Source: an optimization exercise on an open RTL-to-GDS flow (aim: small area). Production flows keep margins and buffers that such runs may drop. Only simulation tests tie the RTL to the original design; equivalence was not proved. Power figures rest on the tool's default switching activity, not on a simulated workload.

==> flow/design.v <==
module podlink_rx (
    input  wire         clk,
    input  wire         rst,             
    input  wire         cfg_dir,         
    input  wire         cfg_side,        
    input  wire         bit_en,          
    input  wire         bit_in,          
    output reg  [1:0]   rx_state,        
    output reg          frame_valid,     
    output wire [11:0]  frame_seq,
    output wire [47:0]  frame_hdr,
    output wire [47:0]  frame_mid,
    output wire [127:0] frame_payload,
    output reg  [31:0]  bad_frames,
    output reg  [15:0]  degraded_count,
    output reg  [15:0]  hunt_count
);
    localparam [9:0]  SYNC     = 10'b11_0000_0101;
    localparam [10:0] LF_T0    = 11'h199;      
    localparam [15:0] CRC_W    = 16'h0DAA;     
    localparam [15:0] CRC_S0   = 16'h447A;     
    localparam [1:0]  ST_HUNT  = 2'd0;
    localparam [1:0]  ST_GOOD  = 2'd1;
    localparam [1:0]  ST_DEGR  = 2'd2;
    localparam [1:0]  PH_SYNC  = 2'd0;         
    localparam [1:0]  PH_DATA  = 2'd2;         
    localparam [1:0]  PH_FCS   = 2'd3;         
    reg          bd;             
    reg          bed;            
    reg  [1:0]   phase;
    reg  [10:0]  lf;             
    reg  [223:0] sr;             
    reg  [15:0]  crc;
    reg          sync_ok;        
    wire         locked  = (rx_state != ST_HUNT);
    wire         t9      = lf[7] & lf[9];
    wire         t233    = ~lf[0] & ~lf[1] & ~lf[2] & lf[9] & ~lf[10];
    wire         t249    = lf[2] & lf[8] & lf[10];
    wire         scr_key = lf[10] ^ lf[8];
    wire         dbit    = bd ^ (scr_key & (phase == PH_DATA));
    wire         match   = ({sr[8:0], bd} == SYNC);
    wire [15:0]  crc_n   = {crc[14:0], 1'b0} ^ (crc[15] ? 16'h1021 : 16'h0000)
                                             ^ (bd ? CRC_W : 16'h0000);
    wire         fe      = bed & (phase == PH_FCS) & t249;    
    wire         hold9   = (phase == PH_SYNC) & t9 & !locked & !match;
    always @(posedge clk) begin
        bd  <= bit_in;
        bed <= bit_en & ~rst;
        if (bed && phase != PH_FCS)
            sr <= {sr[222:0], dbit};
        if (phase[1]) begin
            if (bed)
                crc <= crc_n;
        end else begin
            crc <= CRC_S0;
        end
        if (bed && phase == PH_SYNC && t9)
            sync_ok <= match;
        if (rst || fe)
            lf <= LF_T0;
        else if (bed && !hold9)
            lf <= {lf[9:0], scr_key};
        if (rst) begin
            phase <= PH_SYNC;
        end else if (bed) begin
            case (phase)
                PH_SYNC:  if (t9 && (locked || match)) phase <= PH_DATA;
                PH_DATA:  if (t233) phase <= PH_FCS;
                PH_FCS:   if (t249) phase <= PH_SYNC;
                default:  ;
            endcase
        end
    end
    reg  [11:0]  last_seq;       
    reg  [3:0]   run;            
    reg          run_bad;        
    wire         cand_valid = run_bad;
    assign frame_seq     = last_seq;
    assign frame_hdr     = sr[223:176];
    assign frame_mid     = sr[175:128];
    assign frame_payload = sr[127:0];
    wire [3:0]   f_type  = sr[223:220];
    wire [3:0]   f_seqlo = sr[219:216];
    wire         f_type_ok = cfg_dir ? (f_type <= 4'd1) : (f_type <= 4'd5);
    wire         hdr_ok  = f_type_ok && (crc_n[15:12] == {cfg_dir, cfg_side, 2'b00}) &&
                           (crc_n[3:0] == f_seqlo);
    wire         seq_hi_ok = (crc_n[11:4] == last_seq[11:4] +
                                             {7'd0, (f_seqlo <= last_seq[3:0])});
    wire         seq_ok  = hdr_ok && seq_hi_ok;
    wire         good    = sync_ok && seq_ok;
    wire         confirm = cand_valid && seq_ok && (f_seqlo == last_seq[3:0] + 4'd1);
    wire         same_run  = (run_bad == !good);
    wire [3:0]   run_n     = same_run ? run + 4'd1 : 4'd1;
    wire         judge_bad = fe && locked && !good;
    wire         to_degr   = judge_bad && rx_state == ST_GOOD && run_bad && run == 4'd2;
    wire         to_hunt   = judge_bad && run_bad && run == 4'd15;
    wire [32:0]  bf_c;
    wire [16:0]  dc_c;
    wire [16:0]  hc_c;
    assign bf_c[0] = judge_bad && !(&bad_frames);
    assign dc_c[0] = to_degr && !(&degraded_count);
    assign hc_c[0] = to_hunt && !(&hunt_count);
    genvar gi;
    generate
        for (gi = 0; gi < 32; gi = gi + 1) begin : g_bf
            if (gi == 15)
                assign bf_c[gi+1] = bf_c[0] & (&bad_frames[15:0]);
            else
                assign bf_c[gi+1] = bf_c[gi] & bad_frames[gi];
        end
        for (gi = 0; gi < 16; gi = gi + 1) begin : g_dh
            assign dc_c[gi+1] = dc_c[gi] & degraded_count[gi];
            assign hc_c[gi+1] = hc_c[gi] & hunt_count[gi];
        end
    endgenerate
    always @(posedge clk) begin
        bad_frames     <= (bad_frames ^ bf_c[31:0]) & {32{~rst}};
        degraded_count <= (degraded_count ^ dc_c[15:0]) & {16{~rst}};
        hunt_count     <= (hunt_count ^ hc_c[15:0]) & {16{~rst}};
    end
    always @(posedge clk) begin
        if (rst) begin
            rx_state       <= ST_HUNT;
            frame_valid    <= 1'b0;
            run_bad        <= 1'b0;
        end else begin
            frame_valid <= 1'b0;
            if (bed && phase == PH_SYNC && t9 && !locked && !match)
                run_bad <= 1'b0;
            if (fe) begin
                if (!locked || good)
                    last_seq <= crc_n[11:0];
                if (locked)
                    run <= run_n;
                if (!locked) begin
                    run_bad <= hdr_ok && !confirm;
                    if (confirm)
                        rx_state <= ST_GOOD;
                end else if (good) begin
                    frame_valid <= 1'b1;
                    run_bad     <= 1'b0;
                    if (rx_state == ST_DEGR && !run_bad && run == 4'd15)
                        rx_state <= ST_GOOD;
                end else begin
                    run_bad <= !to_hunt;
                    if (to_hunt)
                        rx_state <= ST_HUNT;
                    else if (to_degr)
                        rx_state <= ST_DEGR;
                end
            end
        end
    end
endmodule
==> flow/config.mk <==
export PLATFORM = sky130hd
export DESIGN_NAME = podlink_rx
export DESIGN_NICKNAME = podlink_rx
export VERILOG_FILES = /design/flow/design.v
export SDC_FILE = /design/flow/constraint.sdc
export NUM_CORES = 4
export LEC_CHECK = 0
export CAP_MARGIN = 20
export CORE_MARGIN = 2
export CORE_UTILIZATION = 40
export PLACE_DENSITY = 0.6
export SLEW_MARGIN = 20
==> flow/constraint.sdc <==
create_clock -name core_clock -period 8.0 [get_ports {clk}]
set_input_delay 1.6000 -clock core_clock [delete_from_list [all_inputs] [get_ports {clk}]]
set_output_delay 1.6000 -clock core_clock [all_outputs]
set_load 0.01 [all_outputs]
standard.sh (not shown) runs the stock make flow with config.mk's settings and CLKGATE_MAP_FILE= SYNTH_SCRIPT=/design/flow/synth_recipe.tcl, a recipe that flattens the netlist after the stock synthesis.
==> flow/flow/run.sh <==
#!/bin/bash
# The standard ORFS layout (the standard.sh) with two changes:
#  - port buffers are buf_1 rather than the resizer's default pick
#  - clock tree built from clkbuf_8 with small sink clusters, no dummy loads
# ORFS writes each step's full log under orfs/logs/; make's own output goes
# to flow_make.log in this folder.
set -euo pipefail
export BUFFER_PORTS_ARGS="-buffer_cell sky130_fd_sc_hd__buf_1"
export CTS_ARGS="-sink_clustering_enable -repair_clock_nets -dont_use_dummy_load -buf_list sky130_fd_sc_hd__clkbuf_8 -sink_clustering_size 14 -sink_clustering_max_diameter 200"
bash standard.sh finish > flow_make.log 2>&1
Then changed:
--- a/flow/design.v
+++ b/flow/design.v
@@ -15,15 +15,17 @@
     output reg  [15:0]  degraded_count,
     output reg  [15:0]  hunt_count
 );
     localparam [9:0]  SYNC     = 10'b11_0000_0101;
+    localparam [10:0] SCR_SEED = 11'h7FF;      
     localparam [10:0] LF_T0    = 11'h199;      
     localparam [15:0] CRC_W    = 16'h0DAA;     
     localparam [15:0] CRC_S0   = 16'h447A;     
     localparam [1:0]  ST_HUNT  = 2'd0;
     localparam [1:0]  ST_GOOD  = 2'd1;
     localparam [1:0]  ST_DEGR  = 2'd2;
-    localparam [1:0]  PH_SYNC  = 2'd0;         
+    localparam [1:0]  PH_SLIDE = 2'd0;         
+    localparam [1:0]  PH_SYNC  = 2'd1;         
     localparam [1:0]  PH_DATA  = 2'd2;         
     localparam [1:0]  PH_FCS   = 2'd3;         
     reg          bd;             
     reg          bed;            
@@ -41,9 +43,8 @@
     wire         match   = ({sr[8:0], bd} == SYNC);
     wire [15:0]  crc_n   = {crc[14:0], 1'b0} ^ (crc[15] ? 16'h1021 : 16'h0000)
                                              ^ (bd ? CRC_W : 16'h0000);
     wire         fe      = bed & (phase == PH_FCS) & t249;    
-    wire         hold9   = (phase == PH_SYNC) & t9 & !locked & !match;
     always @(posedge clk) begin
         bd  <= bit_in;
         bed <= bit_en & ~rst;
         if (bed && phase != PH_FCS)
@@ -57,18 +58,20 @@
         if (bed && phase == PH_SYNC && t9)
             sync_ok <= match;
         if (rst || fe)
             lf <= LF_T0;
-        else if (bed && !hold9)
+        else if (phase == PH_SLIDE)
+            lf <= SCR_SEED;
+        else if (bed)
             lf <= {lf[9:0], scr_key};
         if (rst) begin
             phase <= PH_SYNC;
         end else if (bed) begin
             case (phase)
-                PH_SYNC:  if (t9 && (locked || match)) phase <= PH_DATA;
+                PH_SLIDE: if (match) phase <= PH_DATA;
+                PH_SYNC:  if (t9) phase <= (locked || match) ? PH_DATA : PH_SLIDE;
                 PH_DATA:  if (t233) phase <= PH_FCS;
-                PH_FCS:   if (t249) phase <= PH_SYNC;
-                default:  ;
+                default:  if (t249) phase <= PH_SYNC;
             endcase
         end
     end
     reg  [11:0]  last_seq;       
@@ -88,13 +91,13 @@
                                              {7'd0, (f_seqlo <= last_seq[3:0])});
     wire         seq_ok  = hdr_ok && seq_hi_ok;
     wire         good    = sync_ok && seq_ok;
     wire         confirm = cand_valid && seq_ok && (f_seqlo == last_seq[3:0] + 4'd1);
-    wire         same_run  = (run_bad == !good);
-    wire [3:0]   run_n     = same_run ? run + 4'd1 : 4'd1;
+    wire [3:0]   bad_run  = run_bad ? run : 4'd0;
+    wire [3:0]   good_run = run_bad ? 4'd0 : run;
     wire         judge_bad = fe && locked && !good;
-    wire         to_degr   = judge_bad && rx_state == ST_GOOD && run_bad && run == 4'd2;
-    wire         to_hunt   = judge_bad && run_bad && run == 4'd15;
+    wire         to_degr   = judge_bad && rx_state == ST_GOOD && bad_run == 4'd2;
+    wire         to_hunt   = judge_bad && bad_run == 4'd15;
     wire [32:0]  bf_c;
     wire [16:0]  dc_c;
     wire [16:0]  hc_c;
     assign bf_c[0] = judge_bad && !(&bad_frames);
@@ -129,25 +132,38 @@
                 run_bad <= 1'b0;
             if (fe) begin
                 if (!locked || good)
                     last_seq <= crc_n[11:0];
-                if (locked)
-                    run <= run_n;
                 if (!locked) begin
                     run_bad <= hdr_ok && !confirm;
-                    if (confirm)
+                    if (confirm) begin
                         rx_state <= ST_GOOD;
+                        run      <= 4'd0;
+                    end
                 end else if (good) begin
                     frame_valid <= 1'b1;
                     run_bad     <= 1'b0;
-                    if (rx_state == ST_DEGR && !run_bad && run == 4'd15)
-                        rx_state <= ST_GOOD;
+                    if (rx_state == ST_DEGR) begin
+                        if (good_run == 4'd15) begin
+                            rx_state <= ST_GOOD;
+                            run      <= 4'd0;
+                        end else begin
+                            run      <= good_run + 4'd1;
+                        end
+                    end else begin
+                        run <= 4'd0;
+                    end
                 end else begin
-                    run_bad <= !to_hunt;
-                    if (to_hunt)
+                    if (bad_run == 4'd15) begin
                         rx_state <= ST_HUNT;
-                    else if (to_degr)
-                        rx_state <= ST_DEGR;
+                        run      <= 4'd0;
+                        run_bad  <= 1'b0;
+                    end else begin
+                        run      <= bad_run + 4'd1;
+                        run_bad  <= 1'b1;
+                        if (to_degr)
+                            rx_state <= ST_DEGR;
+                    end
                 end
             end
         end
     end
- The changed run finished with timing, DRC and antenna clean
- cell area grows by 1.3%
- hold slack loses 0.050 ns
- via count grows by 2.5%
- total power grows by 1.8%
- critical path depth is unchanged
- area after synthesis grows by 1.5%
- maximum frequency stays flat
- core utilization shrinks by 0.52 points
- synthesized cell count grows by 3.4%

==> port drivers added, routing unchanged <==
The results above use ideal ports. As a check the final layouts listed here were re-extracted and re-timed, cells and wires unchanged. Step 1 (the two cells are an assumption about what drives the block):
set clk [get_ports {clk}]
set_driving_cell -lib_cell sky130_fd_sc_hd__clkbuf_16 $clk
set_driving_cell -lib_cell sky130_fd_sc_hd__buf_2 [delete_from_list [all_inputs] $clk]
Step 2 also shifts input and output timing later by t, the mid clock arrival at the registers, as if the neighbouring blocks saw the same clock. Three values: ideal, step 1, step 2; two values: the first two.
run | shift t [ns] | slack for setup (ns) | latest minus earliest clock arrival (ns) | slew at the worst register clock pin (ns) | worst data-port slew with drivers (ns)
the first run | 0.587 | 1.621 / 1.621 / 1.474 | 0.058 / 0.058 | 0.10 / 0.10 | 0.04
the second run | 0.602 | 1.613 / 1.613 / 1.524 | 0.109 / 0.108 | 0.10 / 0.10 | 0.07
After both steps setup and hold are still met in every run listed. For the first run, which loses most, drivers alone change the setup slack by 0.000 ns; drivers and shift together by -0.147 ns.
